From an optimization exercise on the open Yosys and OpenROAD flow, aimed at small area, a short achievable clock period and few clock cycles per item; shortcuts taken in it are not production practice. At most, simulation tests tie the RTL to the original design; equivalence was not proved. No functional check of the RTL was part of run 2.

==> flow/design.v (outline; a module is shown in full before it is edited, if it fits) <==
// module qg_screen_lane: 723 lines
module qg_screen_lane (
    input  wire         clk,
    input  wire         rst,
    input  wire         in_valid,
    output wire         in_ready,
    input  wire [1:0]   in_fmt,         
    input  wire         in_grey3,       
    input  wire         in_two_rowsets,
    input  wire [7:0]   in_p0,          
    input  wire [7:0]   in_ph,          
    input  wire [7:0]   in_pv,          
    input  wire [7:0]   in_phv,         
    input  wire [15:0]  in_gain,        
    input  wire [111:0] in_theta,       
    input  wire [15:0]  in_mask,        
    input  wire [8:0]   in_share,       
    input  wire         in_zone,        
    input  wire [10:0]  in_k,           
    input  wire [10:0]  in_s,           
    input  wire [11:0]  in_dots2_map,   
    output reg          out_valid,
    output reg  [2:0]   out_logical,
    output reg  [2:0]   out_level,
    output reg          out_rowset,
    output reg          out_pick_b,
    output reg          out_clip
);
  // ...
==> flow/flow/run.sh <==
#!/bin/bash
# Standard layout (standard.sh) with two changes: ABC maps with a delay
# target (flow/abc.script, through flow/synth.tcl), and ports get buf_2
# buffers instead of the default cell.
set -euo pipefail
W=$PWD
bash standard.sh finish SYNTH_SCRIPT=$W/flow/synth.tcl \
  "BUFFER_PORTS_ARGS=-buffer_cell sky130_fd_sc_hd__buf_2" SYNTH_ARGS=-noabc SETUP_SLACK_MARGIN=37.3 > $W/standard.log 2>&1
==> flow/flow/abc.script <==
strash
dch
map -D 6000
buffer
upsize -D 6000
dnsize -D 6000
stime -p
==> flow/flow/synth.tcl <==
# synth_recipe.tcl with ABC's script swapped for flow/abc.script.
proc synth {args} { yosys synth -nofsm -noshare {*}$args }
set ::my_flow_dir [file dirname [file normalize [info script]]]
proc abc {args} {
  set i [lsearch -exact $args -script]
  if {$i >= 0} { set args [lreplace $args $i [expr {$i + 1}] -script $::my_flow_dir/abc.script] }
  set i [lsearch -exact $args -D]
  if {$i >= 0} { set args [lreplace $args $i [expr {$i + 1}]] }
  yosys abc {*}$args
}
source $::env(SCRIPTS_DIR)/synth.tcl
# left out here: clear keep_hierarchy, flatten, clean up, hide names made inside functions, write 1_2_yosys.v
==> flow/standard.sh <==
#!/bin/bash
# synth_recipe.tcl (not shown) runs the flow's synth.tcl, then flattens the netlist and writes it again
# the make line also repeats each setting of config.mk as NAME=value (left out here)
make -C /OpenROAD-flow-scripts/flow DESIGN_CONFIG=/design/flow/config.mk WORK_HOME=/design/flow/orfs CLKGATE_MAP_FILE= SYNTH_SCRIPT=/design/flow/synth_recipe.tcl "${@:-finish}"
==> flow/config.mk <==
export PLATFORM = sky130hd
export DESIGN_NAME = qg_screen_lane
export DESIGN_NICKNAME = qg_screen_lane
export VERILOG_FILES = /design/flow/design.v
export SDC_FILE = /design/flow/constraint.sdc
export NUM_CORES = 4
export LEC_CHECK = 0
export CAP_MARGIN = 20
export CORE_MARGIN = 2
export CORE_UTILIZATION = 40
export PLACE_DENSITY = 0.6
export SLEW_MARGIN = 20
==> flow/constraint.sdc <==
create_clock -name core_clock -period 48.0 [get_ports {clk}]
set_input_delay 9.6000 -clock core_clock [delete_from_list [all_inputs] [get_ports {clk}]]
set_output_delay 9.6000 -clock core_clock [all_outputs]
set_load 0.01 [all_outputs]
==> summary.md, run 1 <==
| Metric | Value |
|---|---|
| Critical Path Max Stage Delay | `350 ps` |
| Max-slew headroom | `43.2%` |
| Met2 Routed Length | `29.9 mm` |
| Non-Filler Instances | `3167` |
| Worst Setup EP | `out_logical[1]` |
| Grt met1 use | `33.1%` |
| CTS Root Cell | `clkbuf_16` |
| Wire length per cell | `19.9 um` |
| Worst slew pin tran | `850 ps` |
| Non-clk bufs | `299` |
| Final hold violation count | `0` |
| DR vias/cell | `5.47` |
| Post-route cell area | `0.0230 sq mm` |
| Number of I/O pins | `238` |
| Most frequent cell after synthesis | `inv_1` |
| Cell Area, Synth | `0.0190 sq mm` |
| Syn_nets | `2845` |
| Remaining Overflow, GRT | `0` |
| Total negative slack | `0 ps` |
| Skew-Pair Late Insertion Delay | `530 ps` |
| Fraction of area in multi-input gates | `60.9%` |
| Worst hold slack | `328 ps` |
| Largest family of logic cells by synthesized area | `adder cells` |
| Fraction of area in registers | `18.8%` |
| Most frequent cells in the layout | `324 x inv_1, 307 x nor2_1, 236 x buf_2` |
| Flip-flop and latch area | `0.00432 sq mm` |
| DRC viols | `0` |
| Post-Place Setup Slack | `36080 ps` |
| Initial Utilization | `40.7%` |
| Clk tree area frac | `3.29%` |
| Clock Tree Buf Depth | `3` |
| FF-to-FF End | `out_level[1]$_DFF_P_` |
| Post-Synth Simple-Gate Area | `15.6%` |
| Run status | `no timing/DRC/antenna violations` |
| Worst Hold Launch | `s1_rowset$_DFF_P_` |
Testbench counts, summed over its fixed seeds: cycles 40,008, items 40,000.
==> run 2: changes to the inputs <==
--- a/flow/design.v
+++ b/flow/design.v
@@ -39,25 +39,148 @@
                     g[i] = g[i + w] | (~l[i + w] & g[i]);
                     l[i] = l[i + w] | (~g[i + w] & l[i]);
                 end
             gt16 = g[0];
         end
     endfunction
     function [2:0] count7;
         input [6:0] f;
-        reg s1, c1, s2, c2, s3, c3;
         begin
-            s1 = f[0] ^ f[1] ^ f[2];
-            c1 = (f[0] & f[1]) | (f[2] & (f[0] | f[1]));
-            s2 = f[3] ^ f[4] ^ f[5];
-            c2 = (f[3] & f[4]) | (f[5] & (f[3] | f[4]));
-            s3 = s1 ^ s2 ^ f[6];
-            c3 = (s1 & s2) | (f[6] & (s1 | s2));
-            count7 = {(c1 & c2) | (c3 & (c1 | c2)), c1 ^ c2 ^ c3, s3};
+            case (f)
+                7'd0: count7 = 3'd0;
+                7'd1: count7 = 3'd1;
+                7'd2: count7 = 3'd1;
+                7'd3: count7 = 3'd2;
+                7'd4: count7 = 3'd1;
+                7'd5: count7 = 3'd2;
+                7'd6: count7 = 3'd2;
+                7'd7: count7 = 3'd3;
+                7'd8: count7 = 3'd1;
+                7'd9: count7 = 3'd2;
+                7'd10: count7 = 3'd2;
+                7'd11: count7 = 3'd3;
+                7'd12: count7 = 3'd2;
+                7'd13: count7 = 3'd3;
+                7'd14: count7 = 3'd3;
+                7'd15: count7 = 3'd4;
+                7'd16: count7 = 3'd1;
+                7'd17: count7 = 3'd2;
+                7'd18: count7 = 3'd2;
+                7'd19: count7 = 3'd3;
+                7'd20: count7 = 3'd2;
+                7'd21: count7 = 3'd3;
+                7'd22: count7 = 3'd3;
+                7'd23: count7 = 3'd4;
+                7'd24: count7 = 3'd2;
+                7'd25: count7 = 3'd3;
+                7'd26: count7 = 3'd3;
+                7'd27: count7 = 3'd4;
+                7'd28: count7 = 3'd3;
+                7'd29: count7 = 3'd4;
+                7'd30: count7 = 3'd4;
+                7'd31: count7 = 3'd5;
+                7'd32: count7 = 3'd1;
+                7'd33: count7 = 3'd2;
+                7'd34: count7 = 3'd2;
+                7'd35: count7 = 3'd3;
+                7'd36: count7 = 3'd2;
+                7'd37: count7 = 3'd3;
+                7'd38: count7 = 3'd3;
+                7'd39: count7 = 3'd4;
+                7'd40: count7 = 3'd2;
+                7'd41: count7 = 3'd3;
+                7'd42: count7 = 3'd3;
+                7'd43: count7 = 3'd4;
+                7'd44: count7 = 3'd3;
+                7'd45: count7 = 3'd4;
+                7'd46: count7 = 3'd4;
+                7'd47: count7 = 3'd5;
+                7'd48: count7 = 3'd2;
+                7'd49: count7 = 3'd3;
+                7'd50: count7 = 3'd3;
+                7'd51: count7 = 3'd4;
+                7'd52: count7 = 3'd3;
+                7'd53: count7 = 3'd4;
+                7'd54: count7 = 3'd4;
+                7'd55: count7 = 3'd5;
+                7'd56: count7 = 3'd3;
+                7'd57: count7 = 3'd4;
+                7'd58: count7 = 3'd4;
+                7'd59: count7 = 3'd5;
+                7'd60: count7 = 3'd4;
+                7'd61: count7 = 3'd5;
+                7'd62: count7 = 3'd5;
+                7'd63: count7 = 3'd6;
+                7'd64: count7 = 3'd1;
+                7'd65: count7 = 3'd2;
+                7'd66: count7 = 3'd2;
+                7'd67: count7 = 3'd3;
+                7'd68: count7 = 3'd2;
+                7'd69: count7 = 3'd3;
+                7'd70: count7 = 3'd3;
+                7'd71: count7 = 3'd4;
+                7'd72: count7 = 3'd2;
+                7'd73: count7 = 3'd3;
+                7'd74: count7 = 3'd3;
+                7'd75: count7 = 3'd4;
+                7'd76: count7 = 3'd3;
+                7'd77: count7 = 3'd4;
+                7'd78: count7 = 3'd4;
+                7'd79: count7 = 3'd5;
+                7'd80: count7 = 3'd2;
+                7'd81: count7 = 3'd3;
+                7'd82: count7 = 3'd3;
+                7'd83: count7 = 3'd4;
+                7'd84: count7 = 3'd3;
+                7'd85: count7 = 3'd4;
+                7'd86: count7 = 3'd4;
+                7'd87: count7 = 3'd5;
+                7'd88: count7 = 3'd3;
+                7'd89: count7 = 3'd4;
+                7'd90: count7 = 3'd4;
+                7'd91: count7 = 3'd5;
+                7'd92: count7 = 3'd4;
+                7'd93: count7 = 3'd5;
+                7'd94: count7 = 3'd5;
+                7'd95: count7 = 3'd6;
+                7'd96: count7 = 3'd2;
+                7'd97: count7 = 3'd3;
+                7'd98: count7 = 3'd3;
+                7'd99: count7 = 3'd4;
+                7'd100: count7 = 3'd3;
+                7'd101: count7 = 3'd4;
+                7'd102: count7 = 3'd4;
+                7'd103: count7 = 3'd5;
+                7'd104: count7 = 3'd3;
+                7'd105: count7 = 3'd4;
+                7'd106: count7 = 3'd4;
+                7'd107: count7 = 3'd5;
+                7'd108: count7 = 3'd4;
+                7'd109: count7 = 3'd5;
+                7'd110: count7 = 3'd5;
+                7'd111: count7 = 3'd6;
+                7'd112: count7 = 3'd3;
+                7'd113: count7 = 3'd4;
+                7'd114: count7 = 3'd4;
+                7'd115: count7 = 3'd5;
+                7'd116: count7 = 3'd4;
+                7'd117: count7 = 3'd5;
+                7'd118: count7 = 3'd5;
+                7'd119: count7 = 3'd6;
+                7'd120: count7 = 3'd4;
+                7'd121: count7 = 3'd5;
+                7'd122: count7 = 3'd5;
+                7'd123: count7 = 3'd6;
+                7'd124: count7 = 3'd5;
+                7'd125: count7 = 3'd6;
+                7'd126: count7 = 3'd6;
+                7'd127: count7 = 3'd7;
+                default: count7 = 3'd0;
+            endcase
         end
     endfunction
     wire        in_rowset = in_two_rowsets &
                             (in_share[8] | gt16({8'd0, in_share[7:0]}, {8'd0, in_mask[7:0]}));
     wire [2:0]  in_dots   = in_fmt[0]  ? in_p0[2:0] :
                             in_grey3   ? in_dots2_map[3*in_p0[1:0] +: 3] :
                                          {1'b0, in_p0[1:0]};
     wire [7:0]  in_uh  = in_fmt[0] ? in_p0 : in_ph;
@@ -101,30 +224,31 @@
     reg         s1_grey3;
     reg [39:0] s1_us;
     reg [15:0]  s1_gain;
     reg [111:0] s1_theta;
     reg [2:0]   s1_dots;
     reg         s1_rowset;
     reg         s1_zone;
     reg [7:0]   s1_rank;
-    reg [10:0]  s1_k, s1_s;
+    reg [9:0]   s1_k;     
+    reg [10:0]  s1_s;
     always @(posedge clk) begin
         if (rst) s1_valid <= 1'b0;
         else     s1_valid <= in_valid;
         s1_dotsfmt <= in_fmt[1];
         s1_grey3   <= in_grey3;
         s1_us      <= in_us;
         s1_gain    <= in_gain;
         s1_theta   <= in_theta;
         s1_dots    <= in_dots;
         s1_rowset  <= in_rowset;
         s1_zone    <= in_zone;
         s1_rank    <= in_mask[15:8];
-        s1_k       <= in_k;
+        s1_k       <= in_k[9:0];
         s1_s       <= in_s;
     end
     wire us_c_34, us_s_33;
     assign {us_c_34, us_s_33} = {1'b0, 1'b1} + {1'b0, s1_us[2]} + {1'b0, s1_us[3]};
     wire us_c_36, us_s_35;
     assign {us_c_36, us_s_35} = {1'b0, s1_us[5]} + {1'b0, s1_us[6]} + {1'b0, s1_us[7]};
     wire us_c_38, us_s_37;
     assign {us_c_38, us_s_37} = {1'b0, s1_us[8]} + {1'b0, us_c_34} + {1'b0, us_s_35};
@@ -503,24 +627,25 @@
     assign {pt_hc_392, pt_h_391} = {1'b0, pt_c_386} + {1'b0, pt_s_389};
     wire pt_c_394, pt_s_393;
     assign {pt_c_394, pt_s_393} = {1'b0, ~booth[7].neg} + {1'b0, booth[8].q[15]} + {1'b0, pt_c_390};
     wire [31:0] pt_x = {pt_hc_392, pt_c_388, pt_hc_384, pt_c_378, pt_hc_372, pt_c_364, pt_c_356, pt_hc_346, pt_c_334, pt_c_320, pt_hc_304, pt_c_286, pt_hc_268, pt_c_248, pt_s_247, pt_c_210, pt_s_209, pt_c_174, pt_s_173, pt_c_144, pt_c_132, pt_c_120, pt_c_110, pt_c_100, pt_s_99, pt_c_86, pt_s_85, pt_s_79, pt_c_76, pt_s_75, booth[0].q[1], booth[0].q[0]};
     wire [31:0] pt_y = {pt_s_393, pt_h_391, pt_s_387, pt_h_383, pt_s_377, pt_h_371, pt_s_363, pt_s_355, pt_h_345, pt_s_333, pt_s_319, pt_h_303, pt_s_285, pt_h_267, 1'b0, pt_s_227, 1'b0, pt_h_191, 1'b0, pt_s_157, pt_s_143, pt_s_131, pt_s_119, pt_s_109, 1'b0, pt_s_91, 1'b0, pt_h_81, pt_h_77, 1'b0, 1'b0, booth[0].neg};
     wire [31:0] prod = pt_x + pt_y;
     wire        clip   = prod[31] | prod[30];
     wire [15:0] e_full = prod[29:14];
+    wire [15:0] e_sat  = e_full | {16{clip}};      
     wire [6:0]  use_k  = {{4{s1_grey3}}, 3'b111};
     wire [6:0]  gt_t, gt_e;
     genvar k;
     generate
         for (k = 0; k < 7; k = k + 1) begin : cmp
             wire [15:0] th = s1_theta[16*k +: 16];
             assign gt_t[k] = use_k[k] & gt16(t, th);
-            assign gt_e[k] = use_k[k] & (clip ? ~&th : gt16(e_full, th));
+            assign gt_e[k] = use_k[k] & gt16(e_sat, th);
         end
     endgenerate
     wire [10:0] pk_pp [0:7];
     genvar i;
     generate
         for (i = 0; i < 8; i = i + 1) begin : pkrow
             assign pk_pp[i] = {11{s1_rank[i]}} & s1_s;
         end
@@ -696,18 +821,18 @@
     wire pk_c_564, pk_s_563;
     assign {pk_c_564, pk_s_563} = {1'b0, pk_c_554} + {1'b0, pk_s_561} + {1'b0, pk_c_556};
     wire pk_c_566, pk_s_565;
     assign {pk_c_566, pk_s_565} = {1'b0, pk_pp[6][10]} + {1'b0, pk_pp[7][9]} + {1'b0, ~s1_k[8]};
     wire pk_c_568, pk_s_567;
     assign {pk_c_568, pk_s_567} = {1'b0, pk_c_560} + {1'b0, pk_s_565} + {1'b0, pk_c_562};
     wire pk_c_570, pk_s_569;
     assign {pk_c_570, pk_s_569} = {1'b0, pk_pp[7][10]} + {1'b0, ~s1_k[9]} + {1'b0, pk_c_566};
-    wire [19:0] pk_x = {1'b1, ~s1_k[10], pk_c_568, pk_c_564, pk_c_558, pk_c_550, pk_c_540, pk_c_528, pk_c_514, pk_c_498, pk_c_482, pk_hc_466, pk_c_450, pk_s_449, pk_c_424, pk_s_423, pk_c_406, pk_s_405, pk_s_399, pk_s_395};
-    wire [19:0] pk_y = {1'b0, pk_c_570, pk_s_569, pk_s_567, pk_s_563, pk_s_557, pk_s_549, pk_s_539, pk_s_527, pk_s_513, pk_s_497, pk_s_481, pk_h_465, 1'b0, pk_h_435, 1'b0, pk_h_413, 1'b0, 1'b0, 1'b0};
+    wire [19:0] pk_x = {1'b1, pk_c_570, pk_c_568, pk_c_564, pk_c_558, pk_c_550, pk_c_540, pk_c_528, pk_c_514, pk_c_498, pk_c_482, pk_hc_466, pk_c_450, pk_s_449, pk_c_424, pk_s_423, pk_c_406, pk_s_405, pk_s_399, pk_s_395};
+    wire [19:0] pk_y = {1'b0, 1'b1, pk_s_569, pk_s_567, pk_s_563, pk_s_557, pk_s_549, pk_s_539, pk_s_527, pk_s_513, pk_s_497, pk_s_481, pk_h_465, 1'b0, pk_h_435, 1'b0, pk_h_413, 1'b0, 1'b0, 1'b0};
     wire [19:0] pk_sum = pk_x + pk_y;
     wire        pick   = s1_zone & pk_sum[19];
     always @(posedge clk) begin
         if (rst) out_valid <= 1'b0;
         else     out_valid <= s1_valid;
         out_rowset <= s1_rowset;
         out_pick_b <= pick;
         if (s1_dotsfmt) begin
==> flow/flow/run.sh (replaced) <==
#!/bin/bash
# The standard layout (standard.sh), with these changes:
#  - synthesis (flow/synth.tcl): the standard script, but Yosys's generic
#    ABC pass inside synth is skipped (-noabc), so that the full adders
#    written in the RTL are extracted without inverters around them, and the
#    final ABC mapping uses flow/abc.script;
#  - ports get buf_1 buffers;
#  - repair_timing aims at a slack of SETUP_SLACK_MARGIN below the 48 ns
#    clock, i.e. at the period the design can reach.
# make's output goes to standard.log; ORFS keeps each step's log in orfs/logs.
set -euo pipefail
W=$PWD
bash standard.sh finish SYNTH_SCRIPT=$W/flow/synth.tcl SYNTH_ARGS=-noabc \
  "BUFFER_PORTS_ARGS=-buffer_cell sky130_fd_sc_hd__buf_1" \
  SETUP_SLACK_MARGIN=37.3 > $W/standard.log 2>&1
==> flow/config.mk (replaced) <==
export PLATFORM = sky130hd
export DESIGN_NAME = qg_screen_lane
export DESIGN_NICKNAME = qg_screen_lane
export VERILOG_FILES = /design/flow/design.v
export SDC_FILE = /design/flow/constraint.sdc
export NUM_CORES = 4
export LEC_CHECK = 0
export CAP_MARGIN = 20
export CORE_MARGIN = 2
export CORE_UTILIZATION = 60
export CTS_BUF_LIST = sky130_fd_sc_hd__clkbuf_8
export PLACE_DENSITY = 0.75
export SLEW_MARGIN = 20
==> run 2 against run 1 <==
  * Still clean
  * Final area fell by 2.9%
  * Area after synthesis is 0.41% higher
  * Via count up 3.7%
  * Critical path depth up 48
  * Wire length decreased by 6.1%
  * Largest cell class unchanged
  * Highest routed layer unchanged
==> summary.md, run 2 <==
| Metric | Value |
|---|---|
| WP data required | `48480 ps` |
| Synth top area cells | `fa_1 27%, dfxtp_1 23%, inv_1 7.1%` |
| Non-Filler Instances | `3052 (-3.6%)` |
| Clock Tree Buf Depth | `3 (unchanged)` |
| Final hold violation count | `0 (unchanged)` |
| Worst Skew | `33.6 ps` |
| Critical path buffers and inverters | `6` |
| I/O Buffers | `235` |
| Drt first pass iters | `7` |
| Leading cell type in the layout, fill and taps excluded | `inv_1` |
| Most flops, register | `s1_theta` |
| Remaining Overflow, GRT | `0 (unchanged)` |
| Total number of vias | `18000` |
| Cell Area, Synth | `0.0191 sq mm (+0.41%)` |
| Initial Utilization | `60.7% (+20 points)` |
| Top-area cell type share of the netlist area | `27.1%` |
| Skew-Pair Late Insertion Delay | `600 ps (+70 ps)` |
| Cell count of the worst reg-to-reg path | `49` |
| Number of I/O pins | `238 (unchanged)` |
| Proportion of layout cells with a drive suffix above 1 | `9.97%` |
| DRC viols | `0 (unchanged)` |
| Clk pin slew, worst setup/hold paths | `60 ps` |
| Async set-reset flop share out of synthesis | `0%` |
| Top Registers | `s1_theta x112, s1_us x40, s1_gain x16` |
| Flip-flop and latch area | `0.00431 sq mm (-0.41%)` |
| Final Cycle Share | `22.4%` |
| Most frequent cell after synthesis | `inv_1` |
| #FFs+latches synth | `215` |
| Top FF cell, synth | `dfxtp_1` |
| Critical Path Source | `s1_us[11]$_DFF_P_` |
| HPWL after detailed placement | `45.7 mm` |
| Final antenna-violating net count | `0` |
| Critical Path Stages | `49` |
| GRT Total Usage | `35.8%` |
| Most frequent cells in the layout | `351 x inv_1, 342 x nor2_1, 241 x fa_1` |
| Die width | `182 um` |
| First-pass GRT wire length | `91.8 mm` |
| Max-slew violations | `0` |
| Min cycle time layout | `10750 ps` |
| Synth cell count leaders | `360 x inv_1, 355 x nor2_1, 264 x nand2_1` |
| Crit end category | `flop` |
| CTS Buf Count | `37` |
| Most Frequent Cell on Critical Path | `nand2_2` |
| Post-Place Cells | `2934` |
| DR vias/cell | `5.89 (+7.6%)` |
| RSZ-0062 raised after global routing | `yes` |
| Total negative slack | `0 ps (unchanged)` |
| Worst Setup EP | `out_level[0]$_DFF_P_` |
| Max reg flops | `112` |
| Die area | `0.0332 sq mm` |
| Max-cap violations | `0` |
| Data arrival, critical path | `11230 ps` |
| Syn_nets | `2894 (+1.7%)` |
| Multi-input gate area | `0.0138 sq mm` |
| Final nets | `3187` |
| Fmax | `93.0 MHz` |
| Core area | `0.0314 sq mm` |
| Post-synth EDFFs | `0` |
| CP Launch Type | `flop` |
| Synthesis-to-layout area growth | `17.2%` |
| Cts hold-fix bufs | `0` |
| Worst slew pin tran | `847 ps (-2.77 ps)` |
| Crit-path leading delay family | `adder cells` |
| Yosys warning count | `1` |
| Final setup vio count | `0` |
| Post-Place Setup Slack | `35710 ps (-374 ps)` |
| Run status | `no timing/DRC/antenna violations` |
| Max-slew headroom | `43.4% (+0.19 points)` |
| Setup slack, reg-to-reg | `37250 ps` |
| Fillcell total | `2510` |
| Wire length per cell | `19.4 um (-2.6%)` |
| Worst r2r src | `s1_us[11]$_DFF_P_` |
| Vias in the first global route | `18100` |
| Worst setup margin | `37250 ps` |
| Netlist cell types | `55` |
| Die H | `182 um` |
| Gate Count Post-Synth | `2330` |
| WS Path Type | `flop to flop` |
| FF-to-FF End | `out_level[0]$_DFF_P_` |
| Initial antenna violation count | `1` |
| CTS H-Tree Depth | `2` |
| Syn_area_per_cell | `8.18 sq um` |
| Hold Crit Class | `flop to flop` |
| Critical Path Fanout Max | `8` |
| Slowest-stage cell, CP | `fa_1` |
| Critical Path Max Stage Delay | `610 ps (+260 ps)` |
| Initial DRC Count | `2022` |
| RePlAce Congestion | `0.964` |
| CTS Root Cell | `clkbuf_8` |
| Pin count of the biggest net entering global routing | `34` |
| Sequential share of the synthesized area | `22.6%` |
| WL final | `59.2 mm` |
| # rows | `65` |
| Area leader, netlist | `fa_1` |
| Clock tree sinks | `215` |
| CTS tree | `built` |
==> run 2: cell families (layout without fill, tap and decap cells) <==
kind of cell    after synthesis  in the layout  synth area share, %
simple gates                722            722                 15.0
compound gates              521            521                 16.4
fa+ha+maj                   338            338                 32.3
flops                       215            215                 22.6
other cells                   1              3               0.0197
xor+xnor                    117            117                 5.38
buf+inv                     416            734                 8.21
==> run 2: how the worst min path moves through the flow <==
stage               slack (ps)            endpoint               from  depth (start not counted)
CTS                        330  out_rowset$_DFF_P_  s1_rowset$_DFF_P_                          0
global route               340  out_rowset$_DFF_P_  s1_rowset$_DFF_P_                          0
global placement           320  out_rowset$_DFF_P_  s1_rowset$_DFF_P_                          0
detailed placement         320  out_rowset$_DFF_P_  s1_rowset$_DFF_P_                          0
floorplan                  310  out_rowset$_DFF_P_  s1_rowset$_DFF_P_                          0
finish                     330  out_rowset$_DFF_P_  s1_rowset$_DFF_P_                          0
==> run 2: metal layers <==
| metal | routed length [um] | part of all wire (%) | vias up | GRT usage, % |
|---|---|---|---|---|
| li1 | - | - | 8207 | - |
| met1 | 22700 | 38 | 8516 | 44.1 |
| met2 | 28500 | 48 | 1049 | 60.7 |
| met3 | 5290 | 8.9 | 198 | 7.10 |
| met4 | 2710 | 4.6 | 0 | 16.5 |
| met5 | 0 | 0 | - | 0 |
==> run 2: stage by stage <==
stage | util (%) | area [sq um] | hold WS (ps)
after floorplan | - | 19100 | 310
after global placement | 64.9 | 20400 | 317
after detailed placement | 64.9 | 20400 | 320
after CTS | 69.6 | 21800 | 334
after global routing | 71.2 | 22300 | 344
final | 71.2 | 22300 | 331
==> run 2: what timing repair did <==
| item | in CTS | in global routing |
|---|---|---|
| pin swaps | 16 | 48 |
| resized for setup | 131 | 84 |
| buffers inserted | 29 | 18 |
| cloned | 5 | 0 |
| endpoints found under the setup margin | 37 | 4 |
==> run 2: layout make-up <==
type / count / share of cell area (%)
Tap cell: 402 / 2.25
Antenna cell: 2 / 0.0224
Timing Repair inverter: 3 / 0.0784
Timing Repair Buffer: 298 / 6.67
Multi-Input combinational cell: 1699 / 61.8
Inverter: 369 / 6.45
Clock buffer: 46 / 2.83
Clock inverter: 18 / 0.644
Sequential cell: 215 / 19.3

## afterwards: timing with drivers on the ports
The flow's constraints put no driver on any port. The routed layouts listed below were extracted and timed again, unchanged, in two steps.
Step 1 sets driving cells, clkbuf_16 on the clock port and buf_2 on the other inputs (assumed; they add their load-dependent delay and slew).
Step 2 also shifts input and output timing later by t, the mid clock arrival at the registers, as if the neighbouring blocks saw the same clock.
Three values: ideal ports, drivers, drivers and shift; two values: the first two.
run	t (ns)	setup WS [ns]	cell pins on the clock port's net
run 1	0.587	37.370 / 37.311 / 36.996	1
run 2	0.637	37.252 / 37.252 / 36.790	1
After both steps setup and hold are still met in every run listed. The setup slack of run 2, which loses most, moves by 0.000 ns with the drivers and by -0.462 ns with both steps.
